This is an optimization exercise on Yosys and OpenROAD, whose aim is small area and a short achievable clock period, not a production implementation. Only simulation tests tie the RTL to the original design; equivalence was not proved.

==> design/flow/design.v <==
module int_divider (
    input  wire        clk,
    input  wire        rst,
    input  wire        start,
    input  wire        op_signed,
    input  wire        op_rem,
    input  wire [63:0] a,
    input  wire [63:0] b,
    output reg         done,
    output wire [63:0] result,
    output wire        ovf,
    output wire        dz
);
    localparam [1:0] S_IDLE  = 2'd0;
    localparam [1:0] S_SETUP = 2'd1;
    localparam [1:0] S_ITER  = 2'd2;
    localparam [1:0] S_HOLD  = 2'd3;
    reg  [1:0]  state;
    reg  [63:0] rmd;       
    reg  [66:0] dvs;       
    reg         cin;       
    reg  [63:0] quo;       
    reg         sgn_r;
    reg         rem_r;
    reg         an_r;      
    reg         bn_r;      
    reg         ovf_r;
    reg         dz_r;
    reg  [4:0]  cnt;       
    reg         z0;        
    reg         first;     
    reg         cmp_r;     
    wire        setup = (state == S_SETUP);
    reg         ng_r;
    reg         ns_r;
    wire [63:0] ng_x = ng_r ? rmd : quo;
    wire        ng_s = ns_r;
    wire [63:0] ng_y = (ng_x ^ {64{ng_s}}) + {63'd0, ng_s};
    assign result = ng_y;
    assign ovf    = ovf_r;
    assign dz     = dz_r;
    wire        a_neg_in  = op_signed & a[63];
    wire        b_neg_in  = op_signed & b[63];
    wire [63:0] bx_in     = b ^ {64{~b_neg_in}};        
    wire [63:0] ax     = rmd ^ {64{an_r}};           
    wire [63:0] bx     = dvs[63:0];                  
    wire        a_pow2 = an_r & ~|(~rmd[63:1] & rmd[62:0]);
    wire        b_pow2 = bn_r & ~|(~bx[63:1] & bx[62:0]);
    reg  [6:0]  loa;
    reg  [6:0]  lob;
    integer     i;
    always @* begin
        loa = 7'd64;
        for (i = 0; i < 64; i = i + 1)
            if (ax[i]) loa = 7'd63 - i[6:0];
        lob = 7'd64;
        for (i = 0; i < 64; i = i + 1)
            if (!bx[i]) lob = 7'd63 - i[6:0];
    end
    wire        bx_one = &bx;
    wire        b_zero = bx_one & ~bn_r;
    wire [7:0]  sdiff  = {1'b0, lob} - {1'b0, loa} + {7'd0, a_pow2} - {7'd0, b_pow2};
    wire        no_q   = b_zero | sdiff[7];         
    wire [5:0]  shamt  = sdiff[5:0];
    reg  [4:0]  m;                                   
    reg         md0;                                 
    integer     j;
    always @* begin
        m   = 5'd0;
        md0 = 1'b0;
        for (j = 0; j < 64; j = j + 1)
            if (shamt == j[5:0]) begin
                m   = j / 3;
                md0 = (j % 3) == 0;
            end
    end
    wire [66:0] bx2    = {3'b111, bx, {2{cin}}} ;   
    wire [66:0] sh3    = m[0] ? {bx2[63:0],  {3{cin}}}  : bx2;
    wire [66:0] sh6    = m[1] ? {sh3[60:0],  {6{cin}}}  : sh3;
    wire [66:0] sh12   = m[2] ? {sh6[54:0],  {12{cin}}} : sh6;
    wire [66:0] sh24   = m[3] ? {sh12[42:0], {24{cin}}} : sh12;
    wire [66:0] dvs0   = m[4] ? {sh24[18:0], {48{cin}}} : sh24;
    wire        min_by_m1 = sgn_r & (rmd == 64'h8000_0000_0000_0000) & bx_one & bn_r;
    wire [63:0] s0, s1, s2;
    wire [3:0]  c0, c1, c2;
    wire [66:0] v0 = {1'b1, dvs[66:1]};
    wire [66:0] v1 = {1'b1, v0[66:1]};
    wire [66:0] v2 = {1'b1, v1[66:1]};
    div_add u_a0 (.x(rmd), .y(dvs[63:0]), .c(cin), .s(s0), .co(c0));
    wire [3:0]  q0v = c0 & {4{dvs[64] & dvs[65]}};
    wire        q0  = q0v[0];
    wire [63:0] r0  = ({{16{q0v[3]}}, {16{q0v[2]}}, {16{q0v[1]}}, {16{q0v[0]}}} & s0) |
                      ({{16{~q0v[3]}}, {16{~q0v[2]}}, {16{~q0v[1]}}, {16{~q0v[0]}}} & rmd);
    div_add u_a1 (.x(r0), .y(v0[63:0]), .c(cin), .s(s1), .co(c1));
    wire [3:0]  q1v = c1 & {4{v0[64]}};
    wire        q1  = q1v[0];
    wire [63:0] r1  = ({{16{q1v[3]}}, {16{q1v[2]}}, {16{q1v[1]}}, {16{q1v[0]}}} & s1) |
                      ({{16{~q1v[3]}}, {16{~q1v[2]}}, {16{~q1v[1]}}, {16{~q1v[0]}}} & r0);
    div_add u_a2 (.x(r1), .y(v1[63:0]), .c(cin), .s(s2), .co(c2));
    wire        q2  = c2[0];
    wire        iter  = (state == S_ITER);
    wire [63:0] rmd_e = iter ? r1 : (setup ? ng_y : a);
    wire [3:0]  take2 = {4{iter}} & c2;
    wire [63:0] rmd_d;
    genvar      gi;
    generate
        for (gi = 0; gi < 64; gi = gi + 1) begin : g_rmux
            div_mux2 u_m (.s(take2[gi / 16]), .a(s2[gi]), .b(rmd_e[gi]), .y(rmd_d[gi]));
        end
    endgenerate
    reg  [1:0]  st_n;                                
    reg         dn_n;                                
    always @* begin
        st_n = state;
        dn_n = 1'b0;
        case (state)
            S_IDLE:  if (start) st_n = S_SETUP;
            S_SETUP: st_n = no_q ? S_HOLD : S_ITER;
            S_ITER:  if (cnt == 5'd1) begin
                         if (z0 & ~cmp_r) begin
                             dn_n = 1'b1;
                             st_n = S_IDLE;
                         end else begin
                             st_n = S_HOLD;
                         end
                     end
            default: begin
                         dn_n = 1'b1;
                         st_n = S_IDLE;
                     end
        endcase
    end
    wire        lastq = iter & (cnt == 5'd1) & z0 & first;
    wire [1:0]  st_d;
    wire        dn_d;
    div_mux2 u_st0 (.s(lastq), .a(q2),  .b(st_n[0]), .y(st_d[0]));   
    div_mux2 u_st1 (.s(lastq), .a(q2),  .b(st_n[1]), .y(st_d[1]));   
    div_mux2 u_dn  (.s(lastq), .a(~q2), .b(dn_n),    .y(dn_d));
    always @(posedge clk) begin
        if (rst) begin
            state <= S_IDLE;
            done  <= 1'b0;
        end else begin
            state <= st_d;
            done  <= dn_d;
        end
    end
    always @(posedge clk) begin
        case (state)
            S_IDLE: begin
                if (start) begin
                    rmd    <= rmd_d;
                    dvs    <= {3'b111, bx_in};
                    cin    <= ~b_neg_in;
                    an_r   <= a_neg_in;
                    bn_r   <= b_neg_in;
                    sgn_r  <= op_signed;
                    rem_r  <= op_rem;
                    ng_r   <= 1'b1;
                    ns_r   <= a_neg_in;
                end
            end
            S_SETUP: begin
                rmd   <= rmd_d;
                dvs   <= dvs0;
                quo   <= 64'd0;
                dz_r  <= b_zero;
                ovf_r <= ~rem_r & min_by_m1;
                first <= 1'b1;
                ng_r  <= rem_r;
                ns_r  <= rem_r ? an_r : (an_r ^ bn_r);
                z0    <= md0;
                cnt   <= m + 5'd1;
            end
            S_ITER: begin
                rmd   <= rmd_d;
                dvs   <= v2;
                quo   <= {quo[60:0], q0, q1, q2};
                first <= 1'b0;
                if (first) cmp_r <= q2;
                cnt   <= cnt - 5'd1;
            end
            default: ;   
        endcase
    end
endmodule
module div_mux2 (input s, input a, input b, output y); assign y = s ? a : b; endmodule
module div_aoi (input a, input b, input c, output y); assign y = ~(a | (b & c)); endmodule
module div_oai (input a, input b, input c, output y); assign y = ~(a & (b | c)); endmodule
module div_nand (input a, input b, output y); assign y = ~(a & b); endmodule
module div_nor (input a, input b, output y); assign y = ~(a | b); endmodule
module div_inv (input a, output y); assign y = ~a; endmodule
module div_xnor (input a, input b, output y); assign y = ~(a ^ b); endmodule
module div_cmaj (input a, input b, input c, output y); assign y = ~((a & b) | (a & c) | (b & c)); endmodule
module div_add (input [63:0] x, input [63:0] y, input c, output [63:0] s, output [3:0] co);
  wire [63:0] gn0;
  wire [63:0] pn0;
  div_cmaj ug0 (.a(x[0]), .b(y[0]), .c(c), .y(gn0[0]));
  div_xnor up0 (.a(x[0]), .b(y[0]), .y(pn0[0]));
  div_nand ug1 (.a(x[1]), .b(y[1]), .y(gn0[1]));
  div_xnor up1 (.a(x[1]), .b(y[1]), .y(pn0[1]));
  div_nand ug2 (.a(x[2]), .b(y[2]), .y(gn0[2]));
  div_xnor up2 (.a(x[2]), .b(y[2]), .y(pn0[2]));
  div_nand ug3 (.a(x[3]), .b(y[3]), .y(gn0[3]));
  div_xnor up3 (.a(x[3]), .b(y[3]), .y(pn0[3]));
  div_nand ug4 (.a(x[4]), .b(y[4]), .y(gn0[4]));
  div_xnor up4 (.a(x[4]), .b(y[4]), .y(pn0[4]));
  div_nand ug5 (.a(x[5]), .b(y[5]), .y(gn0[5]));
  div_xnor up5 (.a(x[5]), .b(y[5]), .y(pn0[5]));
  div_nand ug6 (.a(x[6]), .b(y[6]), .y(gn0[6]));
  div_xnor up6 (.a(x[6]), .b(y[6]), .y(pn0[6]));
  div_nand ug7 (.a(x[7]), .b(y[7]), .y(gn0[7]));
  div_xnor up7 (.a(x[7]), .b(y[7]), .y(pn0[7]));
  div_nand ug8 (.a(x[8]), .b(y[8]), .y(gn0[8]));
  div_xnor up8 (.a(x[8]), .b(y[8]), .y(pn0[8]));
  div_nand ug9 (.a(x[9]), .b(y[9]), .y(gn0[9]));
  div_xnor up9 (.a(x[9]), .b(y[9]), .y(pn0[9]));
  div_nand ug10 (.a(x[10]), .b(y[10]), .y(gn0[10]));
  div_xnor up10 (.a(x[10]), .b(y[10]), .y(pn0[10]));
  div_nand ug11 (.a(x[11]), .b(y[11]), .y(gn0[11]));
  div_xnor up11 (.a(x[11]), .b(y[11]), .y(pn0[11]));
  div_nand ug12 (.a(x[12]), .b(y[12]), .y(gn0[12]));
  div_xnor up12 (.a(x[12]), .b(y[12]), .y(pn0[12]));
  div_nand ug13 (.a(x[13]), .b(y[13]), .y(gn0[13]));
  div_xnor up13 (.a(x[13]), .b(y[13]), .y(pn0[13]));
  div_nand ug14 (.a(x[14]), .b(y[14]), .y(gn0[14]));
  div_xnor up14 (.a(x[14]), .b(y[14]), .y(pn0[14]));
  div_nand ug15 (.a(x[15]), .b(y[15]), .y(gn0[15]));
  div_xnor up15 (.a(x[15]), .b(y[15]), .y(pn0[15]));
  div_nand ug16 (.a(x[16]), .b(y[16]), .y(gn0[16]));
  div_xnor up16 (.a(x[16]), .b(y[16]), .y(pn0[16]));
  div_nand ug17 (.a(x[17]), .b(y[17]), .y(gn0[17]));
  div_xnor up17 (.a(x[17]), .b(y[17]), .y(pn0[17]));
  div_nand ug18 (.a(x[18]), .b(y[18]), .y(gn0[18]));
  div_xnor up18 (.a(x[18]), .b(y[18]), .y(pn0[18]));
  div_nand ug19 (.a(x[19]), .b(y[19]), .y(gn0[19]));
  div_xnor up19 (.a(x[19]), .b(y[19]), .y(pn0[19]));
  div_nand ug20 (.a(x[20]), .b(y[20]), .y(gn0[20]));
  div_xnor up20 (.a(x[20]), .b(y[20]), .y(pn0[20]));
  div_nand ug21 (.a(x[21]), .b(y[21]), .y(gn0[21]));
  div_xnor up21 (.a(x[21]), .b(y[21]), .y(pn0[21]));
  div_nand ug22 (.a(x[22]), .b(y[22]), .y(gn0[22]));
  div_xnor up22 (.a(x[22]), .b(y[22]), .y(pn0[22]));
  div_nand ug23 (.a(x[23]), .b(y[23]), .y(gn0[23]));
  div_xnor up23 (.a(x[23]), .b(y[23]), .y(pn0[23]));
  div_nand ug24 (.a(x[24]), .b(y[24]), .y(gn0[24]));
  div_xnor up24 (.a(x[24]), .b(y[24]), .y(pn0[24]));
  div_nand ug25 (.a(x[25]), .b(y[25]), .y(gn0[25]));
  div_xnor up25 (.a(x[25]), .b(y[25]), .y(pn0[25]));
  div_nand ug26 (.a(x[26]), .b(y[26]), .y(gn0[26]));
  div_xnor up26 (.a(x[26]), .b(y[26]), .y(pn0[26]));
  div_nand ug27 (.a(x[27]), .b(y[27]), .y(gn0[27]));
  div_xnor up27 (.a(x[27]), .b(y[27]), .y(pn0[27]));
  div_nand ug28 (.a(x[28]), .b(y[28]), .y(gn0[28]));
  div_xnor up28 (.a(x[28]), .b(y[28]), .y(pn0[28]));
  div_nand ug29 (.a(x[29]), .b(y[29]), .y(gn0[29]));
  div_xnor up29 (.a(x[29]), .b(y[29]), .y(pn0[29]));
  div_nand ug30 (.a(x[30]), .b(y[30]), .y(gn0[30]));
  div_xnor up30 (.a(x[30]), .b(y[30]), .y(pn0[30]));
  div_nand ug31 (.a(x[31]), .b(y[31]), .y(gn0[31]));
  div_xnor up31 (.a(x[31]), .b(y[31]), .y(pn0[31]));
  div_nand ug32 (.a(x[32]), .b(y[32]), .y(gn0[32]));
  div_xnor up32 (.a(x[32]), .b(y[32]), .y(pn0[32]));
  div_nand ug33 (.a(x[33]), .b(y[33]), .y(gn0[33]));
  div_xnor up33 (.a(x[33]), .b(y[33]), .y(pn0[33]));
  div_nand ug34 (.a(x[34]), .b(y[34]), .y(gn0[34]));
  div_xnor up34 (.a(x[34]), .b(y[34]), .y(pn0[34]));
  div_nand ug35 (.a(x[35]), .b(y[35]), .y(gn0[35]));
  div_xnor up35 (.a(x[35]), .b(y[35]), .y(pn0[35]));
  div_nand ug36 (.a(x[36]), .b(y[36]), .y(gn0[36]));
  div_xnor up36 (.a(x[36]), .b(y[36]), .y(pn0[36]));
  div_nand ug37 (.a(x[37]), .b(y[37]), .y(gn0[37]));
  div_xnor up37 (.a(x[37]), .b(y[37]), .y(pn0[37]));
  div_nand ug38 (.a(x[38]), .b(y[38]), .y(gn0[38]));
  div_xnor up38 (.a(x[38]), .b(y[38]), .y(pn0[38]));
  div_nand ug39 (.a(x[39]), .b(y[39]), .y(gn0[39]));
  div_xnor up39 (.a(x[39]), .b(y[39]), .y(pn0[39]));
  div_nand ug40 (.a(x[40]), .b(y[40]), .y(gn0[40]));
  div_xnor up40 (.a(x[40]), .b(y[40]), .y(pn0[40]));
  div_nand ug41 (.a(x[41]), .b(y[41]), .y(gn0[41]));
  div_xnor up41 (.a(x[41]), .b(y[41]), .y(pn0[41]));
  div_nand ug42 (.a(x[42]), .b(y[42]), .y(gn0[42]));
  div_xnor up42 (.a(x[42]), .b(y[42]), .y(pn0[42]));
  div_nand ug43 (.a(x[43]), .b(y[43]), .y(gn0[43]));
  div_xnor up43 (.a(x[43]), .b(y[43]), .y(pn0[43]));
  div_nand ug44 (.a(x[44]), .b(y[44]), .y(gn0[44]));
  div_xnor up44 (.a(x[44]), .b(y[44]), .y(pn0[44]));
  div_nand ug45 (.a(x[45]), .b(y[45]), .y(gn0[45]));
  div_xnor up45 (.a(x[45]), .b(y[45]), .y(pn0[45]));
  div_nand ug46 (.a(x[46]), .b(y[46]), .y(gn0[46]));
  div_xnor up46 (.a(x[46]), .b(y[46]), .y(pn0[46]));
  div_nand ug47 (.a(x[47]), .b(y[47]), .y(gn0[47]));
  div_xnor up47 (.a(x[47]), .b(y[47]), .y(pn0[47]));
  div_nand ug48 (.a(x[48]), .b(y[48]), .y(gn0[48]));
  div_xnor up48 (.a(x[48]), .b(y[48]), .y(pn0[48]));
  div_nand ug49 (.a(x[49]), .b(y[49]), .y(gn0[49]));
  div_xnor up49 (.a(x[49]), .b(y[49]), .y(pn0[49]));
  div_nand ug50 (.a(x[50]), .b(y[50]), .y(gn0[50]));
  div_xnor up50 (.a(x[50]), .b(y[50]), .y(pn0[50]));
  div_nand ug51 (.a(x[51]), .b(y[51]), .y(gn0[51]));
  div_xnor up51 (.a(x[51]), .b(y[51]), .y(pn0[51]));
  div_nand ug52 (.a(x[52]), .b(y[52]), .y(gn0[52]));
  div_xnor up52 (.a(x[52]), .b(y[52]), .y(pn0[52]));
  div_nand ug53 (.a(x[53]), .b(y[53]), .y(gn0[53]));
  div_xnor up53 (.a(x[53]), .b(y[53]), .y(pn0[53]));
  div_nand ug54 (.a(x[54]), .b(y[54]), .y(gn0[54]));
  div_xnor up54 (.a(x[54]), .b(y[54]), .y(pn0[54]));
  div_nand ug55 (.a(x[55]), .b(y[55]), .y(gn0[55]));
  div_xnor up55 (.a(x[55]), .b(y[55]), .y(pn0[55]));
  div_nand ug56 (.a(x[56]), .b(y[56]), .y(gn0[56]));
  div_xnor up56 (.a(x[56]), .b(y[56]), .y(pn0[56]));
  div_nand ug57 (.a(x[57]), .b(y[57]), .y(gn0[57]));
  div_xnor up57 (.a(x[57]), .b(y[57]), .y(pn0[57]));
  div_nand ug58 (.a(x[58]), .b(y[58]), .y(gn0[58]));
  div_xnor up58 (.a(x[58]), .b(y[58]), .y(pn0[58]));
  div_nand ug59 (.a(x[59]), .b(y[59]), .y(gn0[59]));
  div_xnor up59 (.a(x[59]), .b(y[59]), .y(pn0[59]));
  div_nand ug60 (.a(x[60]), .b(y[60]), .y(gn0[60]));
  div_xnor up60 (.a(x[60]), .b(y[60]), .y(pn0[60]));
  div_nand ug61 (.a(x[61]), .b(y[61]), .y(gn0[61]));
  div_xnor up61 (.a(x[61]), .b(y[61]), .y(pn0[61]));
  div_nand ug62 (.a(x[62]), .b(y[62]), .y(gn0[62]));
  div_xnor up62 (.a(x[62]), .b(y[62]), .y(pn0[62]));
  div_nand ug63 (.a(x[63]), .b(y[63]), .y(gn0[63]));
  div_xnor up63 (.a(x[63]), .b(y[63]), .y(pn0[63]));
  wire G1; div_oai uG1 (.a(gn0[1]), .b(pn0[1]), .c(gn0[0]), .y(G1));
  wire G2; div_oai uG2 (.a(gn0[3]), .b(pn0[3]), .c(gn0[2]), .y(G2));
  wire P3; div_nor uP3 (.a(pn0[3]), .b(pn0[2]), .y(P3));
  wire G4; div_oai uG4 (.a(gn0[5]), .b(pn0[5]), .c(gn0[4]), .y(G4));
  wire P5; div_nor uP5 (.a(pn0[5]), .b(pn0[4]), .y(P5));
  wire G6; div_oai uG6 (.a(gn0[7]), .b(pn0[7]), .c(gn0[6]), .y(G6));
  wire P7; div_nor uP7 (.a(pn0[7]), .b(pn0[6]), .y(P7));
  wire G8; div_oai uG8 (.a(gn0[9]), .b(pn0[9]), .c(gn0[8]), .y(G8));
  wire P9; div_nor uP9 (.a(pn0[9]), .b(pn0[8]), .y(P9));
  wire G10; div_oai uG10 (.a(gn0[11]), .b(pn0[11]), .c(gn0[10]), .y(G10));
  wire P11; div_nor uP11 (.a(pn0[11]), .b(pn0[10]), .y(P11));
  wire G12; div_oai uG12 (.a(gn0[13]), .b(pn0[13]), .c(gn0[12]), .y(G12));
  wire P13; div_nor uP13 (.a(pn0[13]), .b(pn0[12]), .y(P13));
  wire G14; div_oai uG14 (.a(gn0[15]), .b(pn0[15]), .c(gn0[14]), .y(G14));
  wire P15; div_nor uP15 (.a(pn0[15]), .b(pn0[14]), .y(P15));
  wire G16; div_oai uG16 (.a(gn0[17]), .b(pn0[17]), .c(gn0[16]), .y(G16));
  wire P17; div_nor uP17 (.a(pn0[17]), .b(pn0[16]), .y(P17));
  wire G18; div_oai uG18 (.a(gn0[19]), .b(pn0[19]), .c(gn0[18]), .y(G18));
  wire P19; div_nor uP19 (.a(pn0[19]), .b(pn0[18]), .y(P19));
  wire G20; div_oai uG20 (.a(gn0[21]), .b(pn0[21]), .c(gn0[20]), .y(G20));
  wire P21; div_nor uP21 (.a(pn0[21]), .b(pn0[20]), .y(P21));
  wire G22; div_oai uG22 (.a(gn0[23]), .b(pn0[23]), .c(gn0[22]), .y(G22));
  wire P23; div_nor uP23 (.a(pn0[23]), .b(pn0[22]), .y(P23));
  wire G24; div_oai uG24 (.a(gn0[25]), .b(pn0[25]), .c(gn0[24]), .y(G24));
  wire P25; div_nor uP25 (.a(pn0[25]), .b(pn0[24]), .y(P25));
  wire G26; div_oai uG26 (.a(gn0[27]), .b(pn0[27]), .c(gn0[26]), .y(G26));
  wire P27; div_nor uP27 (.a(pn0[27]), .b(pn0[26]), .y(P27));
  wire G28; div_oai uG28 (.a(gn0[29]), .b(pn0[29]), .c(gn0[28]), .y(G28));
  wire P29; div_nor uP29 (.a(pn0[29]), .b(pn0[28]), .y(P29));
  wire G30; div_oai uG30 (.a(gn0[31]), .b(pn0[31]), .c(gn0[30]), .y(G30));
  wire P31; div_nor uP31 (.a(pn0[31]), .b(pn0[30]), .y(P31));
  wire G32; div_oai uG32 (.a(gn0[33]), .b(pn0[33]), .c(gn0[32]), .y(G32));
  wire P33; div_nor uP33 (.a(pn0[33]), .b(pn0[32]), .y(P33));
  wire G34; div_oai uG34 (.a(gn0[35]), .b(pn0[35]), .c(gn0[34]), .y(G34));
  wire P35; div_nor uP35 (.a(pn0[35]), .b(pn0[34]), .y(P35));
  wire G36; div_oai uG36 (.a(gn0[37]), .b(pn0[37]), .c(gn0[36]), .y(G36));
  wire P37; div_nor uP37 (.a(pn0[37]), .b(pn0[36]), .y(P37));
  wire G38; div_oai uG38 (.a(gn0[39]), .b(pn0[39]), .c(gn0[38]), .y(G38));
  wire P39; div_nor uP39 (.a(pn0[39]), .b(pn0[38]), .y(P39));
  wire G40; div_oai uG40 (.a(gn0[41]), .b(pn0[41]), .c(gn0[40]), .y(G40));
  wire P41; div_nor uP41 (.a(pn0[41]), .b(pn0[40]), .y(P41));
  wire G42; div_oai uG42 (.a(gn0[43]), .b(pn0[43]), .c(gn0[42]), .y(G42));
  wire P43; div_nor uP43 (.a(pn0[43]), .b(pn0[42]), .y(P43));
  wire G44; div_oai uG44 (.a(gn0[45]), .b(pn0[45]), .c(gn0[44]), .y(G44));
  wire P45; div_nor uP45 (.a(pn0[45]), .b(pn0[44]), .y(P45));
  wire G46; div_oai uG46 (.a(gn0[47]), .b(pn0[47]), .c(gn0[46]), .y(G46));
  wire P47; div_nor uP47 (.a(pn0[47]), .b(pn0[46]), .y(P47));
  wire G48; div_oai uG48 (.a(gn0[49]), .b(pn0[49]), .c(gn0[48]), .y(G48));
  wire P49; div_nor uP49 (.a(pn0[49]), .b(pn0[48]), .y(P49));
  wire G50; div_oai uG50 (.a(gn0[51]), .b(pn0[51]), .c(gn0[50]), .y(G50));
  wire P51; div_nor uP51 (.a(pn0[51]), .b(pn0[50]), .y(P51));
  wire G52; div_oai uG52 (.a(gn0[53]), .b(pn0[53]), .c(gn0[52]), .y(G52));
  wire P53; div_nor uP53 (.a(pn0[53]), .b(pn0[52]), .y(P53));
  wire G54; div_oai uG54 (.a(gn0[55]), .b(pn0[55]), .c(gn0[54]), .y(G54));
  wire P55; div_nor uP55 (.a(pn0[55]), .b(pn0[54]), .y(P55));
  wire G56; div_oai uG56 (.a(gn0[57]), .b(pn0[57]), .c(gn0[56]), .y(G56));
  wire P57; div_nor uP57 (.a(pn0[57]), .b(pn0[56]), .y(P57));
  wire G58; div_oai uG58 (.a(gn0[59]), .b(pn0[59]), .c(gn0[58]), .y(G58));
  wire P59; div_nor uP59 (.a(pn0[59]), .b(pn0[58]), .y(P59));
  wire G60; div_oai uG60 (.a(gn0[61]), .b(pn0[61]), .c(gn0[60]), .y(G60));
  wire P61; div_nor uP61 (.a(pn0[61]), .b(pn0[60]), .y(P61));
  wire G62; div_oai uG62 (.a(gn0[63]), .b(pn0[63]), .c(gn0[62]), .y(G62));
  wire P63; div_nor uP63 (.a(pn0[63]), .b(pn0[62]), .y(P63));
  wire G64; div_aoi uG64 (.a(G2), .b(P3), .c(G1), .y(G64));
  wire G65; div_aoi uG65 (.a(G4), .b(P5), .c(G2), .y(G65));
  wire P66; div_nand uP66 (.a(P5), .b(P3), .y(P66));
  wire G67; div_aoi uG67 (.a(G6), .b(P7), .c(G4), .y(G67));
  wire P68; div_nand uP68 (.a(P7), .b(P5), .y(P68));
  wire G69; div_aoi uG69 (.a(G8), .b(P9), .c(G6), .y(G69));
  wire P70; div_nand uP70 (.a(P9), .b(P7), .y(P70));
  wire G71; div_aoi uG71 (.a(G10), .b(P11), .c(G8), .y(G71));
  wire P72; div_nand uP72 (.a(P11), .b(P9), .y(P72));
  wire G73; div_aoi uG73 (.a(G12), .b(P13), .c(G10), .y(G73));
  wire P74; div_nand uP74 (.a(P13), .b(P11), .y(P74));
  wire G75; div_aoi uG75 (.a(G14), .b(P15), .c(G12), .y(G75));
  wire P76; div_nand uP76 (.a(P15), .b(P13), .y(P76));
  wire G77; div_aoi uG77 (.a(G16), .b(P17), .c(G14), .y(G77));
  wire P78; div_nand uP78 (.a(P17), .b(P15), .y(P78));
  wire G79; div_aoi uG79 (.a(G18), .b(P19), .c(G16), .y(G79));
  wire P80; div_nand uP80 (.a(P19), .b(P17), .y(P80));
  wire G81; div_aoi uG81 (.a(G20), .b(P21), .c(G18), .y(G81));
  wire P82; div_nand uP82 (.a(P21), .b(P19), .y(P82));
  wire G83; div_aoi uG83 (.a(G22), .b(P23), .c(G20), .y(G83));
  wire P84; div_nand uP84 (.a(P23), .b(P21), .y(P84));
  wire G85; div_aoi uG85 (.a(G24), .b(P25), .c(G22), .y(G85));
  wire P86; div_nand uP86 (.a(P25), .b(P23), .y(P86));
  wire G87; div_aoi uG87 (.a(G26), .b(P27), .c(G24), .y(G87));
  wire P88; div_nand uP88 (.a(P27), .b(P25), .y(P88));
  wire G89; div_aoi uG89 (.a(G28), .b(P29), .c(G26), .y(G89));
  wire P90; div_nand uP90 (.a(P29), .b(P27), .y(P90));
  wire G91; div_aoi uG91 (.a(G30), .b(P31), .c(G28), .y(G91));
  wire P92; div_nand uP92 (.a(P31), .b(P29), .y(P92));
  wire G93; div_aoi uG93 (.a(G32), .b(P33), .c(G30), .y(G93));
  wire P94; div_nand uP94 (.a(P33), .b(P31), .y(P94));
  wire G95; div_aoi uG95 (.a(G34), .b(P35), .c(G32), .y(G95));
  wire P96; div_nand uP96 (.a(P35), .b(P33), .y(P96));
  wire G97; div_aoi uG97 (.a(G36), .b(P37), .c(G34), .y(G97));
  wire P98; div_nand uP98 (.a(P37), .b(P35), .y(P98));
  wire G99; div_aoi uG99 (.a(G38), .b(P39), .c(G36), .y(G99));
  wire P100; div_nand uP100 (.a(P39), .b(P37), .y(P100));
  wire G101; div_aoi uG101 (.a(G40), .b(P41), .c(G38), .y(G101));
  wire P102; div_nand uP102 (.a(P41), .b(P39), .y(P102));
  wire G103; div_aoi uG103 (.a(G42), .b(P43), .c(G40), .y(G103));
  wire P104; div_nand uP104 (.a(P43), .b(P41), .y(P104));
  wire G105; div_aoi uG105 (.a(G44), .b(P45), .c(G42), .y(G105));
  wire P106; div_nand uP106 (.a(P45), .b(P43), .y(P106));
  wire G107; div_aoi uG107 (.a(G46), .b(P47), .c(G44), .y(G107));
  wire P108; div_nand uP108 (.a(P47), .b(P45), .y(P108));
  wire G109; div_aoi uG109 (.a(G48), .b(P49), .c(G46), .y(G109));
  wire P110; div_nand uP110 (.a(P49), .b(P47), .y(P110));
  wire G111; div_aoi uG111 (.a(G50), .b(P51), .c(G48), .y(G111));
  wire P112; div_nand uP112 (.a(P51), .b(P49), .y(P112));
  wire G113; div_aoi uG113 (.a(G52), .b(P53), .c(G50), .y(G113));
  wire P114; div_nand uP114 (.a(P53), .b(P51), .y(P114));
  wire G115; div_aoi uG115 (.a(G54), .b(P55), .c(G52), .y(G115));
  wire P116; div_nand uP116 (.a(P55), .b(P53), .y(P116));
  wire G117; div_aoi uG117 (.a(G56), .b(P57), .c(G54), .y(G117));
  wire P118; div_nand uP118 (.a(P57), .b(P55), .y(P118));
  wire G119; div_aoi uG119 (.a(G58), .b(P59), .c(G56), .y(G119));
  wire P120; div_nand uP120 (.a(P59), .b(P57), .y(P120));
  wire G121; div_aoi uG121 (.a(G60), .b(P61), .c(G58), .y(G121));
  wire P122; div_nand uP122 (.a(P61), .b(P59), .y(P122));
  wire G123; div_aoi uG123 (.a(G62), .b(P63), .c(G60), .y(G123));
  wire P124; div_nand uP124 (.a(P63), .b(P61), .y(P124));
  wire I125; div_inv uI125 (.a(G1), .y(I125));
  wire G126; div_oai uG126 (.a(G65), .b(P66), .c(I125), .y(G126));
  wire G127; div_oai uG127 (.a(G67), .b(P68), .c(G64), .y(G127));
  wire G128; div_oai uG128 (.a(G69), .b(P70), .c(G65), .y(G128));
  wire P129; div_nor uP129 (.a(P70), .b(P66), .y(P129));
  wire G130; div_oai uG130 (.a(G71), .b(P72), .c(G67), .y(G130));
  wire P131; div_nor uP131 (.a(P72), .b(P68), .y(P131));
  wire G132; div_oai uG132 (.a(G73), .b(P74), .c(G69), .y(G132));
  wire P133; div_nor uP133 (.a(P74), .b(P70), .y(P133));
  wire G134; div_oai uG134 (.a(G75), .b(P76), .c(G71), .y(G134));
  wire P135; div_nor uP135 (.a(P76), .b(P72), .y(P135));
  wire G136; div_oai uG136 (.a(G77), .b(P78), .c(G73), .y(G136));
  wire P137; div_nor uP137 (.a(P78), .b(P74), .y(P137));
  wire G138; div_oai uG138 (.a(G79), .b(P80), .c(G75), .y(G138));
  wire P139; div_nor uP139 (.a(P80), .b(P76), .y(P139));
  wire G140; div_oai uG140 (.a(G81), .b(P82), .c(G77), .y(G140));
  wire P141; div_nor uP141 (.a(P82), .b(P78), .y(P141));
  wire G142; div_oai uG142 (.a(G83), .b(P84), .c(G79), .y(G142));
  wire P143; div_nor uP143 (.a(P84), .b(P80), .y(P143));
  wire G144; div_oai uG144 (.a(G85), .b(P86), .c(G81), .y(G144));
  wire P145; div_nor uP145 (.a(P86), .b(P82), .y(P145));
  wire G146; div_oai uG146 (.a(G87), .b(P88), .c(G83), .y(G146));
  wire P147; div_nor uP147 (.a(P88), .b(P84), .y(P147));
  wire G148; div_oai uG148 (.a(G89), .b(P90), .c(G85), .y(G148));
  wire P149; div_nor uP149 (.a(P90), .b(P86), .y(P149));
  wire G150; div_oai uG150 (.a(G91), .b(P92), .c(G87), .y(G150));
  wire P151; div_nor uP151 (.a(P92), .b(P88), .y(P151));
  wire G152; div_oai uG152 (.a(G93), .b(P94), .c(G89), .y(G152));
  wire P153; div_nor uP153 (.a(P94), .b(P90), .y(P153));
  wire G154; div_oai uG154 (.a(G95), .b(P96), .c(G91), .y(G154));
  wire P155; div_nor uP155 (.a(P96), .b(P92), .y(P155));
  wire G156; div_oai uG156 (.a(G97), .b(P98), .c(G93), .y(G156));
  wire P157; div_nor uP157 (.a(P98), .b(P94), .y(P157));
  wire G158; div_oai uG158 (.a(G99), .b(P100), .c(G95), .y(G158));
  wire P159; div_nor uP159 (.a(P100), .b(P96), .y(P159));
  wire G160; div_oai uG160 (.a(G101), .b(P102), .c(G97), .y(G160));
  wire P161; div_nor uP161 (.a(P102), .b(P98), .y(P161));
  wire G162; div_oai uG162 (.a(G103), .b(P104), .c(G99), .y(G162));
  wire P163; div_nor uP163 (.a(P104), .b(P100), .y(P163));
  wire G164; div_oai uG164 (.a(G105), .b(P106), .c(G101), .y(G164));
  wire P165; div_nor uP165 (.a(P106), .b(P102), .y(P165));
  wire G166; div_oai uG166 (.a(G107), .b(P108), .c(G103), .y(G166));
  wire P167; div_nor uP167 (.a(P108), .b(P104), .y(P167));
  wire G168; div_oai uG168 (.a(G109), .b(P110), .c(G105), .y(G168));
  wire P169; div_nor uP169 (.a(P110), .b(P106), .y(P169));
  wire G170; div_oai uG170 (.a(G111), .b(P112), .c(G107), .y(G170));
  wire P171; div_nor uP171 (.a(P112), .b(P108), .y(P171));
  wire G172; div_oai uG172 (.a(G113), .b(P114), .c(G109), .y(G172));
  wire P173; div_nor uP173 (.a(P114), .b(P110), .y(P173));
  wire G174; div_oai uG174 (.a(G115), .b(P116), .c(G111), .y(G174));
  wire P175; div_nor uP175 (.a(P116), .b(P112), .y(P175));
  wire G176; div_oai uG176 (.a(G117), .b(P118), .c(G113), .y(G176));
  wire P177; div_nor uP177 (.a(P118), .b(P114), .y(P177));
  wire G178; div_oai uG178 (.a(G119), .b(P120), .c(G115), .y(G178));
  wire P179; div_nor uP179 (.a(P120), .b(P116), .y(P179));
  wire G180; div_oai uG180 (.a(G121), .b(P122), .c(G117), .y(G180));
  wire P181; div_nor uP181 (.a(P122), .b(P118), .y(P181));
  wire G182; div_oai uG182 (.a(G123), .b(P124), .c(G119), .y(G182));
  wire P183; div_nor uP183 (.a(P124), .b(P120), .y(P183));
  wire G184; div_aoi uG184 (.a(G128), .b(P129), .c(G1), .y(G184));
  wire I185; div_inv uI185 (.a(G64), .y(I185));
  wire G186; div_aoi uG186 (.a(G130), .b(P131), .c(I185), .y(G186));
  wire G187; div_aoi uG187 (.a(G132), .b(P133), .c(G126), .y(G187));
  wire G188; div_aoi uG188 (.a(G134), .b(P135), .c(G127), .y(G188));
  wire G189; div_aoi uG189 (.a(G136), .b(P137), .c(G128), .y(G189));
  wire P190; div_nand uP190 (.a(P137), .b(P129), .y(P190));
  wire G191; div_aoi uG191 (.a(G138), .b(P139), .c(G130), .y(G191));
  wire P192; div_nand uP192 (.a(P139), .b(P131), .y(P192));
  wire G193; div_aoi uG193 (.a(G140), .b(P141), .c(G132), .y(G193));
  wire P194; div_nand uP194 (.a(P141), .b(P133), .y(P194));
  wire G195; div_aoi uG195 (.a(G142), .b(P143), .c(G134), .y(G195));
  wire P196; div_nand uP196 (.a(P143), .b(P135), .y(P196));
  wire G197; div_aoi uG197 (.a(G144), .b(P145), .c(G136), .y(G197));
  wire P198; div_nand uP198 (.a(P145), .b(P137), .y(P198));
  wire G199; div_aoi uG199 (.a(G146), .b(P147), .c(G138), .y(G199));
  wire P200; div_nand uP200 (.a(P147), .b(P139), .y(P200));
  wire G201; div_aoi uG201 (.a(G148), .b(P149), .c(G140), .y(G201));
  wire P202; div_nand uP202 (.a(P149), .b(P141), .y(P202));
  wire G203; div_aoi uG203 (.a(G150), .b(P151), .c(G142), .y(G203));
  wire P204; div_nand uP204 (.a(P151), .b(P143), .y(P204));
  wire G205; div_aoi uG205 (.a(G152), .b(P153), .c(G144), .y(G205));
  wire P206; div_nand uP206 (.a(P153), .b(P145), .y(P206));
  wire G207; div_aoi uG207 (.a(G154), .b(P155), .c(G146), .y(G207));
  wire P208; div_nand uP208 (.a(P155), .b(P147), .y(P208));
  wire G209; div_aoi uG209 (.a(G156), .b(P157), .c(G148), .y(G209));
  wire P210; div_nand uP210 (.a(P157), .b(P149), .y(P210));
  wire G211; div_aoi uG211 (.a(G158), .b(P159), .c(G150), .y(G211));
  wire P212; div_nand uP212 (.a(P159), .b(P151), .y(P212));
  wire G213; div_aoi uG213 (.a(G160), .b(P161), .c(G152), .y(G213));
  wire P214; div_nand uP214 (.a(P161), .b(P153), .y(P214));
  wire G215; div_aoi uG215 (.a(G162), .b(P163), .c(G154), .y(G215));
  wire P216; div_nand uP216 (.a(P163), .b(P155), .y(P216));
  wire G217; div_aoi uG217 (.a(G164), .b(P165), .c(G156), .y(G217));
  wire P218; div_nand uP218 (.a(P165), .b(P157), .y(P218));
  wire G219; div_aoi uG219 (.a(G166), .b(P167), .c(G158), .y(G219));
  wire P220; div_nand uP220 (.a(P167), .b(P159), .y(P220));
  wire G221; div_aoi uG221 (.a(G168), .b(P169), .c(G160), .y(G221));
  wire P222; div_nand uP222 (.a(P169), .b(P161), .y(P222));
  wire G223; div_aoi uG223 (.a(G170), .b(P171), .c(G162), .y(G223));
  wire P224; div_nand uP224 (.a(P171), .b(P163), .y(P224));
  wire G225; div_aoi uG225 (.a(G172), .b(P173), .c(G164), .y(G225));
  wire P226; div_nand uP226 (.a(P173), .b(P165), .y(P226));
  wire G227; div_aoi uG227 (.a(G174), .b(P175), .c(G166), .y(G227));
  wire P228; div_nand uP228 (.a(P175), .b(P167), .y(P228));
  wire G229; div_aoi uG229 (.a(G176), .b(P177), .c(G168), .y(G229));
  wire P230; div_nand uP230 (.a(P177), .b(P169), .y(P230));
  wire G231; div_aoi uG231 (.a(G178), .b(P179), .c(G170), .y(G231));
  wire P232; div_nand uP232 (.a(P179), .b(P171), .y(P232));
  wire G233; div_aoi uG233 (.a(G180), .b(P181), .c(G172), .y(G233));
  wire P234; div_nand uP234 (.a(P181), .b(P173), .y(P234));
  wire G235; div_aoi uG235 (.a(G182), .b(P183), .c(G174), .y(G235));
  wire P236; div_nand uP236 (.a(P183), .b(P175), .y(P236));
  wire I237; div_inv uI237 (.a(G1), .y(I237));
  wire G238; div_oai uG238 (.a(G189), .b(P190), .c(I237), .y(G238));
  wire G239; div_oai uG239 (.a(G191), .b(P192), .c(G64), .y(G239));
  wire I240; div_inv uI240 (.a(G126), .y(I240));
  wire G241; div_oai uG241 (.a(G193), .b(P194), .c(I240), .y(G241));
  wire I242; div_inv uI242 (.a(G127), .y(I242));
  wire G243; div_oai uG243 (.a(G195), .b(P196), .c(I242), .y(G243));
  wire G244; div_oai uG244 (.a(G197), .b(P198), .c(G184), .y(G244));
  wire G245; div_oai uG245 (.a(G199), .b(P200), .c(G186), .y(G245));
  wire G246; div_oai uG246 (.a(G201), .b(P202), .c(G187), .y(G246));
  wire G247; div_oai uG247 (.a(G203), .b(P204), .c(G188), .y(G247));
  wire G248; div_oai uG248 (.a(G205), .b(P206), .c(G189), .y(G248));
  wire P249; div_nor uP249 (.a(P206), .b(P190), .y(P249));
  wire G250; div_oai uG250 (.a(G207), .b(P208), .c(G191), .y(G250));
  wire P251; div_nor uP251 (.a(P208), .b(P192), .y(P251));
  wire G252; div_oai uG252 (.a(G209), .b(P210), .c(G193), .y(G252));
  wire P253; div_nor uP253 (.a(P210), .b(P194), .y(P253));
  wire G254; div_oai uG254 (.a(G211), .b(P212), .c(G195), .y(G254));
  wire P255; div_nor uP255 (.a(P212), .b(P196), .y(P255));
  wire G256; div_oai uG256 (.a(G213), .b(P214), .c(G197), .y(G256));
  wire P257; div_nor uP257 (.a(P214), .b(P198), .y(P257));
  wire G258; div_oai uG258 (.a(G215), .b(P216), .c(G199), .y(G258));
  wire P259; div_nor uP259 (.a(P216), .b(P200), .y(P259));
  wire G260; div_oai uG260 (.a(G217), .b(P218), .c(G201), .y(G260));
  wire P261; div_nor uP261 (.a(P218), .b(P202), .y(P261));
  wire G262; div_oai uG262 (.a(G219), .b(P220), .c(G203), .y(G262));
  wire P263; div_nor uP263 (.a(P220), .b(P204), .y(P263));
  wire G264; div_oai uG264 (.a(G221), .b(P222), .c(G205), .y(G264));
  wire P265; div_nor uP265 (.a(P222), .b(P206), .y(P265));
  wire G266; div_oai uG266 (.a(G223), .b(P224), .c(G207), .y(G266));
  wire P267; div_nor uP267 (.a(P224), .b(P208), .y(P267));
  wire G268; div_oai uG268 (.a(G225), .b(P226), .c(G209), .y(G268));
  wire P269; div_nor uP269 (.a(P226), .b(P210), .y(P269));
  wire G270; div_oai uG270 (.a(G227), .b(P228), .c(G211), .y(G270));
  wire P271; div_nor uP271 (.a(P228), .b(P212), .y(P271));
  wire G272; div_oai uG272 (.a(G229), .b(P230), .c(G213), .y(G272));
  wire P273; div_nor uP273 (.a(P230), .b(P214), .y(P273));
  wire G274; div_oai uG274 (.a(G231), .b(P232), .c(G215), .y(G274));
  wire P275; div_nor uP275 (.a(P232), .b(P216), .y(P275));
  wire G276; div_oai uG276 (.a(G233), .b(P234), .c(G217), .y(G276));
  wire P277; div_nor uP277 (.a(P234), .b(P218), .y(P277));
  wire G278; div_oai uG278 (.a(G235), .b(P236), .c(G219), .y(G278));
  wire P279; div_nor uP279 (.a(P236), .b(P220), .y(P279));
  wire G280; div_aoi uG280 (.a(G248), .b(P249), .c(G1), .y(G280));
  wire I281; div_inv uI281 (.a(G64), .y(I281));
  wire G282; div_aoi uG282 (.a(G250), .b(P251), .c(I281), .y(G282));
  wire G283; div_aoi uG283 (.a(G252), .b(P253), .c(G126), .y(G283));
  wire G284; div_aoi uG284 (.a(G254), .b(P255), .c(G127), .y(G284));
  wire I285; div_inv uI285 (.a(G184), .y(I285));
  wire G286; div_aoi uG286 (.a(G256), .b(P257), .c(I285), .y(G286));
  wire I287; div_inv uI287 (.a(G186), .y(I287));
  wire G288; div_aoi uG288 (.a(G258), .b(P259), .c(I287), .y(G288));
  wire I289; div_inv uI289 (.a(G187), .y(I289));
  wire G290; div_aoi uG290 (.a(G260), .b(P261), .c(I289), .y(G290));
  wire I291; div_inv uI291 (.a(G188), .y(I291));
  wire G292; div_aoi uG292 (.a(G262), .b(P263), .c(I291), .y(G292));
  wire G293; div_aoi uG293 (.a(G264), .b(P265), .c(G238), .y(G293));
  wire G294; div_aoi uG294 (.a(G266), .b(P267), .c(G239), .y(G294));
  wire G295; div_aoi uG295 (.a(G268), .b(P269), .c(G241), .y(G295));
  wire G296; div_aoi uG296 (.a(G270), .b(P271), .c(G243), .y(G296));
  wire G297; div_aoi uG297 (.a(G272), .b(P273), .c(G244), .y(G297));
  wire G298; div_aoi uG298 (.a(G274), .b(P275), .c(G245), .y(G298));
  wire G299; div_aoi uG299 (.a(G276), .b(P277), .c(G246), .y(G299));
  wire G300; div_aoi uG300 (.a(G278), .b(P279), .c(G247), .y(G300));
  wire I301; div_inv uI301 (.a(G1), .y(I301));
  wire G302; div_oai uG302 (.a(gn0[2]), .b(pn0[2]), .c(I301), .y(G302));
  wire G303; div_oai uG303 (.a(gn0[4]), .b(pn0[4]), .c(G64), .y(G303));
  wire I304; div_inv uI304 (.a(G126), .y(I304));
  wire G305; div_oai uG305 (.a(gn0[6]), .b(pn0[6]), .c(I304), .y(G305));
  wire I306; div_inv uI306 (.a(G127), .y(I306));
  wire G307; div_oai uG307 (.a(gn0[8]), .b(pn0[8]), .c(I306), .y(G307));
  wire G308; div_oai uG308 (.a(gn0[10]), .b(pn0[10]), .c(G184), .y(G308));
  wire G309; div_oai uG309 (.a(gn0[12]), .b(pn0[12]), .c(G186), .y(G309));
  wire G310; div_oai uG310 (.a(gn0[14]), .b(pn0[14]), .c(G187), .y(G310));
  wire G311; div_oai uG311 (.a(gn0[16]), .b(pn0[16]), .c(G188), .y(G311));
  wire I312; div_inv uI312 (.a(G238), .y(I312));
  wire G313; div_oai uG313 (.a(gn0[18]), .b(pn0[18]), .c(I312), .y(G313));
  wire I314; div_inv uI314 (.a(G239), .y(I314));
  wire G315; div_oai uG315 (.a(gn0[20]), .b(pn0[20]), .c(I314), .y(G315));
  wire I316; div_inv uI316 (.a(G241), .y(I316));
  wire G317; div_oai uG317 (.a(gn0[22]), .b(pn0[22]), .c(I316), .y(G317));
  wire I318; div_inv uI318 (.a(G243), .y(I318));
  wire G319; div_oai uG319 (.a(gn0[24]), .b(pn0[24]), .c(I318), .y(G319));
  wire I320; div_inv uI320 (.a(G244), .y(I320));
  wire G321; div_oai uG321 (.a(gn0[26]), .b(pn0[26]), .c(I320), .y(G321));
  wire I322; div_inv uI322 (.a(G245), .y(I322));
  wire G323; div_oai uG323 (.a(gn0[28]), .b(pn0[28]), .c(I322), .y(G323));
  wire I324; div_inv uI324 (.a(G246), .y(I324));
  wire G325; div_oai uG325 (.a(gn0[30]), .b(pn0[30]), .c(I324), .y(G325));
  wire I326; div_inv uI326 (.a(G247), .y(I326));
  wire G327; div_oai uG327 (.a(gn0[32]), .b(pn0[32]), .c(I326), .y(G327));
  wire G328; div_oai uG328 (.a(gn0[34]), .b(pn0[34]), .c(G280), .y(G328));
  wire G329; div_oai uG329 (.a(gn0[36]), .b(pn0[36]), .c(G282), .y(G329));
  wire G330; div_oai uG330 (.a(gn0[38]), .b(pn0[38]), .c(G283), .y(G330));
  wire G331; div_oai uG331 (.a(gn0[40]), .b(pn0[40]), .c(G284), .y(G331));
  wire G332; div_oai uG332 (.a(gn0[42]), .b(pn0[42]), .c(G286), .y(G332));
  wire G333; div_oai uG333 (.a(gn0[44]), .b(pn0[44]), .c(G288), .y(G333));
  wire G334; div_oai uG334 (.a(gn0[46]), .b(pn0[46]), .c(G290), .y(G334));
  wire G335; div_oai uG335 (.a(gn0[48]), .b(pn0[48]), .c(G292), .y(G335));
  wire G336; div_oai uG336 (.a(gn0[50]), .b(pn0[50]), .c(G293), .y(G336));
  wire G337; div_oai uG337 (.a(gn0[52]), .b(pn0[52]), .c(G294), .y(G337));
  wire G338; div_oai uG338 (.a(gn0[54]), .b(pn0[54]), .c(G295), .y(G338));
  wire G339; div_oai uG339 (.a(gn0[56]), .b(pn0[56]), .c(G296), .y(G339));
  wire G340; div_oai uG340 (.a(gn0[58]), .b(pn0[58]), .c(G297), .y(G340));
  wire G341; div_oai uG341 (.a(gn0[60]), .b(pn0[60]), .c(G298), .y(G341));
  wire G342; div_oai uG342 (.a(gn0[62]), .b(pn0[62]), .c(G299), .y(G342));
  assign s = ~pn0 ^ {G342, ~G299, G341, ~G298, G340, ~G297, G339, ~G296, G338, ~G295, G337, ~G294, G336, ~G293, G335, ~G292, G334, ~G290, G333, ~G288, G332, ~G286, G331, ~G284, G330, ~G283, G329, ~G282, G328, ~G280, G327, G247, G325, G246, G323, G245, G321, G244, G319, G243, G317, G241, G315, G239, G313, G238, G311, ~G188, G310, ~G187, G309, ~G186, G308, ~G184, G307, G127, G305, G126, G303, ~G64, G302, G1, ~gn0[0], c};
  assign co[0] = ~G300;
  wire D343; div_aoi uD343 (.a(G278), .b(P279), .c(G247), .y(D343));
  assign co[1] = ~D343;
  wire D344; div_aoi uD344 (.a(G278), .b(P279), .c(G247), .y(D344));
  assign co[2] = ~D344;
  wire D345; div_aoi uD345 (.a(G278), .b(P279), .c(G247), .y(D345));
  assign co[3] = ~D345;
endmodule
==> design/flow/flow/run.sh <==
#!/bin/bash
set -euo pipefail
bash standard.sh SETUP_SLACK_MARGIN=10 "BUFFER_PORTS_ARGS=-buffer_cell sky130_fd_sc_hd__buf_1" finish > make_finish.log 2>&1
==> design/flow/standard.sh <==
#!/bin/bash
# synth_recipe.tcl (not shown) runs the flow's synth.tcl, then flattens the netlist and writes it again
# the make line also repeats each setting of config.mk as NAME=value (left out here)
make -C /OpenROAD-flow-scripts/flow DESIGN_CONFIG=/design/flow/config.mk WORK_HOME=/design/flow/orfs CLKGATE_MAP_FILE= SYNTH_SCRIPT=/design/flow/synth_recipe.tcl "${@:-finish}"
==> design/flow/config.mk <==
export PLATFORM = sky130hd
export DESIGN_NAME = int_divider
export DESIGN_NICKNAME = int_divider
export VERILOG_FILES = /design/flow/design.v
export SDC_FILE = /design/flow/constraint.sdc
export NUM_CORES = 4
export LEC_CHECK = 0
export CAP_MARGIN = 20
export CORE_MARGIN = 2
export CORE_UTILIZATION = 40
export SLEW_MARGIN = 20
export SYNTH_HIERARCHICAL = 1
==> design/flow/constraint.sdc <==
create_clock -name core_clock -period 18.0 [get_ports {clk}]
set_input_delay 3.6000 -clock core_clock [delete_from_list [all_inputs] [get_ports {clk}]]
set_output_delay 3.6000 -clock core_clock [all_outputs]
set_load 0.01 [all_outputs]
==> key figures, run 1 <==
Status
  – Outcome: timing/DRC/antenna clean

Setup path
  – Crit-path max FO: 8
  – Worst Path Required: 18.45 ns
  – Critical path type: reg2reg
  – Critical path endpoint category: flip-flop
  – Critical Path AT: 8.43 ns
  – CP startpoint kind: flip-flop

Placed design
  – Post-placement cell count: 5,466
  – Placed cell area: 34,800 sq um
  – Gpl congestion: 1.11
  – IO buf count: 199
  – Post-DP HPWL: 130,000 microns

Yosys
  – Yosys warning count: 7
  – Yosys reg bits: 215
  – Post-synth net total: 4,477
  – Ys async rst share: 0%
  – Synth cell types: 99
  – Post-Syn Area: 32,700 sq um
  – Post-synth EDFFs: 212
  – Register area share after synthesis: 19.6%
  – Cells after Synth: 4,316
  – Synth Flop Type: edfxtp_1
  – Mean Syn Cell Area: 7.58 sq um

Global routing
  – Antenna violations before repair: 6
  – First-pass GRT wire length: 241,000 microns
  – Total global routing overflow: 0
  – GRT Total Usage: 39.3%
  – Largest net degree at the start of global routing: 182
  – Vias in the first global route: 33,800

Cells and area
  – Layout cells sized above 1: 21.1%
  – Fillcell total: 8,100
  – Finished Layout Cells: 5,682
  – Most frequent cells in the layout: nand2_1, xnor2_1, nor2_1
  – Register area: 6430 sq um
  – Fin area: 38,300 sq um
  – Multi-input logic area: 26,000 sq um
  – Synth-to-layout area growth: 17.0%
  – Most common cell after layout, fill and taps aside: nand2_1
  – Fin nets: 4,757

Hold path
  – Hold/Removal Path Class: reg2reg

Floorplanning
  – Die width: 290 microns
  – Ports: 200
  – Core area: 80,800 sq um
  – # rows: 104
  – Die Ht: 290 microns
  – Starting Density: 40.5%
  – Die area: 84,100 sq um

Timing
  – Max-slew headroom: 16.7%
  – Tcrit/Tclk final: 44.3%
  – Setup_tns: 0 ns
  – Final Slew Violations: 0
  – Worst slew pin tran: 1.25 ns
  – Final min period: 7.98 ns
  – Final hold violation count: 0
  – Unrepaired setup endpoints after global routing: true
  – Highest clock rate: 0.125 GHz
  – Fin Clk Skew: 0.0507 ns
  – # setup viols final: 0

CTS
  – Clock Latency Late Sink: 0.65 ns
  – CTS Buffer Depth: 3
  – CTS root buffer: clkbuf_16
  – CTS clk-pin slew, worst paths: 0.07 ns
  – CTS tree: done
  – Clock tree sinks: 215
  – CTS buffer count: 30
  – CTS Hold Bufs: 0
  – CTS H-tree lvls: 1

Route
  – Avg WL per Cell: 30.8 microns
  – Vias per cell: 6.50
  – First DRT Iteration DRCs: 5,017
  – Via count: 36,900
  – Drt pass-1 iters: 8
  – DRT Wirelength: 175,000 microns
  – Post-route ant nets: 0
  – DRC: 0

Flow run
  – Max Cap Viol: 0
## timing repair
action,4_1_cts,5_1_grt
pin swaps,10,11
setup endpoints to repair,175,159
cloned,1,2
resized for setup,93,162
setup buffers,93,61
## synthesized netlist by cell type (76+ instances only)
cell	n	area [sq um]
inv_1	146	548
clkbuf_1	152	571
and2_1	76	475
nand2_1	610	2290
nand3_1	100	500
o21ai_1	380	1900
xor2_1	82	718
a21oi_1	120	601
edfxtp_1	212	6370
mux2_2	150	1690
a21oi_2	236	2070
xnor2_1	488	4270
o21ai_0	163	816
mux2i_1	179	1790
nor2_1	415	1560
## cells by family after synthesis
group	count (synthesis)	share of synthesized area, %
DFF	215	19.6
buffers and inverters	363	4.50
and+or+nand+nor	1462	19.9
AOI/OAI and AO/OA	1278	25.6
muxes	397	13.7
xor gates and xnor gates	573	15.5
adders and majority gates	28	1.14
## worst max-delay path, cell delays in order (launching register included)
cell	delay, ns
edfxtp_1	0.51
buf_4	0.22
or3_1	0.30
a221oi_1	0.37
a21oi_1	0.10
o221ai_1	0.23
a22oi_1	0.14
o21ai_1	0.28
a221oi_1	0.14
o311a_1	0.34
a211o_1	0.41
fa_1	0.49
ha_1	0.24
fa_2	0.43
and3_1	0.26
o21ai_1	0.30
nand2_1	0.41
o211ai_1	0.34
o211ai_1	0.15
buf_4	0.20
o21ai_1	0.77
o22ai_1	0.20
a221oi_1	0.61
nor2_1	0.13
o221ai_1	0.20
## registers in the layout, indices dropped and copies added, names as in the netlist, 2 cells and up
signal and cells:
dvs 67, cnt 5, state 2, rmd 64, quo 64
## through the flow
step / utilization (%) / hold slack, ns / setup slack, ns
floorplan: - / 0.495 / 10.07
global placement: 43.1 / 0.518 / 7.84
detailed placement: 43.1 / 0.524 / 7.65
CTS: 45.9 / 0.538 / 9.98
global route: 47.4 / 0.570 / 9.93
finish: 47.4 / 0.538 / 10.02
## modules after synthesis (local to each module, per instance), a selection
module	copies in the design	flops+latches	area, sq um	cells inside
div_mux2	67	0	15.0	1
div_xnor	192	0	8.76	1
int_divider	1	215	22100	2623
div_cmaj	3	0	12.5	2
div_add	3	0	576	68
div_inv	63	0	3.75	1
div_nand	351	0	3.75	1
div_aoi	234	0	8.76	1
## metal layers
layer,share of wire (%),global-route usage (%)
met1,37,46.8
met4,9.7,30.6
met5,0.050,0.624
met2,42,59.8
met3,11,11.0
## path summary, 6_finish.rpt
path	from	to	slack, ns	cells past startpoint
worst max-delay path	rmd[7]	dvs[24]	10.02	24
worst min-delay path	rem_r	ng_r	0.54	1
worst max register to register	rmd[7]	dvs[24]	10.02	24
worst min register to register	rem_r	ng_r	0.54	1
## cell type report
| class | instances | area share [%] |
|---|---|---|
| Multi-Input combinational cell | 3739 | 67.8 |
| Sequential cell | 215 | 16.8 |
| Timing Repair Buffer | 461 | 7.70 |
| Tap cell | 1060 | 3.46 |
| Clock buffer | 35 | 2.04 |
| Inverter | 149 | 1.49 |
| Clock inverter | 21 | 0.728 |
| Antenna cell | 2 | 0.0131 |
==> run 2, diff against run 1 <==
--- a/design/flow/config.mk
+++ b/design/flow/config.mk
@@ -7,6 +7,6 @@
 export LEC_CHECK = 0
 export CAP_MARGIN = 20
 export CORE_MARGIN = 2
-export CORE_UTILIZATION = 40
+export CORE_UTILIZATION = 45
 export SLEW_MARGIN = 20
 export SYNTH_HIERARCHICAL = 1
==> run 2 against run 1 <==
Setup slack worse by 0.048 ns. Flip-flop and latch count stayed put. Maximum frequency shrank 0.60%. Die area is 11% lower. Utilization up 6.0 points. Final cell count shrank 2.3%.
==> key figures, run 2 <==
Status
  – Outcome: timing/DRC/antenna clean

Yosys
  – Most numerous cell in the Yosys netlist: nand2_1
  – Mean Syn Cell Area: 7.58 sq um (unchanged)
  – Cell taking the most area after synthesis: edfxtp_1
  – Ys async rst share: 0% (unchanged)
  – Register area share after synthesis: 19.6% (unchanged)
  – Yosys reg bits: 215 (unchanged)
  – Synth cell types: 99 (unchanged)
  – Synth Flop Type: edfxtp_1
  – Synth top area cells: edfxtp_1, xnor2_1, nand2_1, a21oi_2, o21ai_1
  – Post-Syn Area: 32,700 sq um (unchanged)
  – Yosys warning count: 7 (unchanged)
  – Post-synth net total: 4,477 (unchanged)
  – Post-synth EDFFs: 212 (unchanged)
  – Post-synth top area share: 19.5% (unchanged)
  – Top post-synthesis cells by count: nand2_1, xnor2_1, nor2_1
  – Cells after Synth: 4,316 (unchanged)

Floorplanning
  – Die width: 274 microns (-5.6%)
  – Ports: 200 (unchanged)
  – Core area: 71,700 sq um (-11%)
  – Starting Density: 45.6% (+5.1 points)
  – # rows: 98 (-5.8%)
  – Die area: 74,900 sq um (-11%)
  – Die Ht: 274 microns (-5.6%)

Cells and area
  – Most frequent cells in the layout: nand2_1, xnor2_1, nor2_1
  – Biggest regs: dvs: 67 flops, quo: 64 flops, rmd: 64 flops
  – Fillcell total: 7,097 (-12%)
  – Top reg by flops: dvs
  – Most common cell after layout, fill and taps aside: nand2_1
  – Antenna cells: 0 (-2)
  – Fin nets: 4,736 (-0.44%)
  – Synth-to-layout area growth: 17.0% (about the same)
  – Register area: 6430 sq um (unchanged)
  – Number of flip-flops under the largest register name: 67 (unchanged)
  – Multi-input logic area: 26,300 sq um (+1.2%)
  – Layout cells sized above 1: 21.5% (+0.44 points)

CTS
  – CTS tree: done
  – CTS clk-pin slew, worst paths: 0.07 ns (about the same)
  – Clock tree sinks: 215 (unchanged)
  – CTS Buffer Depth: 3 (unchanged)
  – Clock Latency Late Sink: 0.65 ns (about the same)
  – CTS Hold Bufs: 0 (unchanged)
  – CTS H-tree lvls: 1 (unchanged)
  – CTS root buffer: clkbuf_16
  – CTS buffer count: 31 (+3.3%)

Setup path
  – CP peak stage delay: 0.61 ns (-0.16 ns)
  – Worst Path Required: 18.48 ns (+0.03 ns)
  – Critical path type: reg2reg
  – Critical Path AT: 8.50 ns (+0.07 ns)
  – CP startpoint kind: flip-flop
  – Critical path endpoint category: flip-flop
  – CP delay by family, top: compound AO/OA/AOI/OAI gates
  – CP max-delay cell: o21ai_0
  – Crit-path max FO: 11 (+3)
  – Most frequent cell on the critical path: buf_4
  – Crit path buf inv count: 4 (+2)

Timing
  – Final min period: 8.03 ns (+0.0478 ns)
  – Hold_ws: 0.527 ns (-0.0104 ns)
  – Tcrit/Tclk final: 44.6% (+0.27 points)
  – Final hold violation count: 0 (unchanged)
  – Setup_tns: 0 ns (unchanged)
  – Unrepaired setup endpoints after global routing: true
  – Max-slew headroom: 16.6% (-0.14 points)
  – # setup viols final: 0 (unchanged)
  – Final Slew Violations: 0 (unchanged)
  – Fin Clk Skew: 0.0371 ns (-0.0135 ns)
  – Worst slew pin tran: 1.24 ns (-0.0140 ns)
  – Highest clock rate: 0.125 GHz (-0.60%)

Route
  – Avg WL per Cell: 32.0 microns (+3.8%)
  – DRC: 0 (unchanged)
  – Post-route ant nets: 0 (unchanged)
  – Drt pass-1 iters: 6 (-2)
  – DRT Wirelength: 178,000 microns (+1.4%)
  – First DRT Iteration DRCs: 4,808 (-4.2%)
  – Via count: 36,900 (+0.035%)
  – Vias per cell: 6.65 (+2.4%)

Placed design
  – Gpl congestion: 1.14 (+3.3%)
  – Post-DP HPWL: 133,000 microns (+2.2%)
  – IO buf count: 199 (unchanged)

Global routing
  – GRT Total Usage: 45.7% (+6.4 points)
  – Antenna violations before repair: 6 (unchanged)
  – Total global routing overflow: 0 (unchanged)
  – First-pass GRT wire length: 247,000 microns (+2.2%)
  – Vias in the first global route: 34,600 (+2.2%)
  – Largest net degree at the start of global routing: 89 (-51%)

Hold path
  – Hold/Removal Path Class: reg2reg

Flow run
  – Max Cap Viol: 0 (unchanged)
run 2: cell counts after synthesis:
Identical to the previous run, type by type.
run 2: area by class of cell:
type                            count  share of cell area (%)
Clock buffer                       33                    2.05
Clock inverter                     24                   0.765
Inverter                          149                    1.49
Multi-Input combinational cell   3739                    68.6
Sequential cell                   215                    16.8
Tap cell                          950                    3.11
Timing Repair Buffer              439                    7.18
run 2: kinds of logic after synthesis:
kind of cell	Yosys count	synth area share, %
multiplexers	397	13.7
XOR/XNOR	573	15.5
AO/OA/AOI/OAI	1278	25.6
flip-flops	215	19.6
AND/OR/NAND/NOR	1462	19.9
buffers and inverters	363	4.50
adder cells (fa/ha/maj)	28	1.14
run 2: modules after synthesis, one instance, submodules excluded, excerpt:
module,area (sq um),copies in the design,cells inside
div_cmaj,12.5,3,2
div_inv,3.75,63,1
div_mux2,15.0,67,1
div_nor,3.75,225,1
div_oai,5.00,351,1
int_divider,22100,1,2623
run 2: final timing paths:
path	startpoint	to	slack, ns	depth (start not counted)
setup / recovery	rmd[6]	dvs[41]	9.97	26
hold / removal	quo[18]	quo[21]	0.53	1
setup reg to reg	rmd[6]	dvs[41]	9.97	26
hold reg to reg	quo[18]	quo[21]	0.53	1
run 2: stage by stage:
step	cell area (sq um)	setup WS (ns)	std cells	util, %
final	38300	9.97	5549	53.4
after global routing	38300	9.94	5549	53.4
after CTS	37200	10.00	5525	51.9
after detailed placement	34700	7.36	5369	48.4
after global placement	34700	7.68	5369	48.4
after floorplan	32800	10.07	4316	-
run 2: what timing repair did:
item	CTS	global route
setup endpoints to repair	178	153
gates resized for setup	122	184
buffers inserted	96	23
gates cloned	3	1
pin swaps	12	13
run 2: routing by layer:
metal	share of wire [%]	track usage [%]	vias up
li1	-	-	16100
met1	36	53.5	17600
met2	43	70.9	2518
met3	11	11.8	749
met4	10	36.5	0
met5	0	0	-

[afterwards: timing with drivers on the ports]
In the flow no input, the clock included, has a driving cell. The finished layouts below were timed again as built, in two steps. Step 1: set_driving_cell puts a clkbuf_16 on clk and a buf_2 on each other input, an assumption about the parent block. Step 2 also shifts input and output timing later by t, the mid clock arrival at the registers, as if the neighbouring blocks saw the same clock. Three values: ideal, step 1, step 2; two values: the first two.
run | t (ns) | slack for setup (ns) | worst data-port slew with drivers (ns)
run 1 | 0.697 | 10.023 / 10.023 / 10.023 | 0.07
run 2 | 0.698 | 9.975 / 9.975 / 9.975 | 0.05
After both steps setup and hold are still met in every run listed.
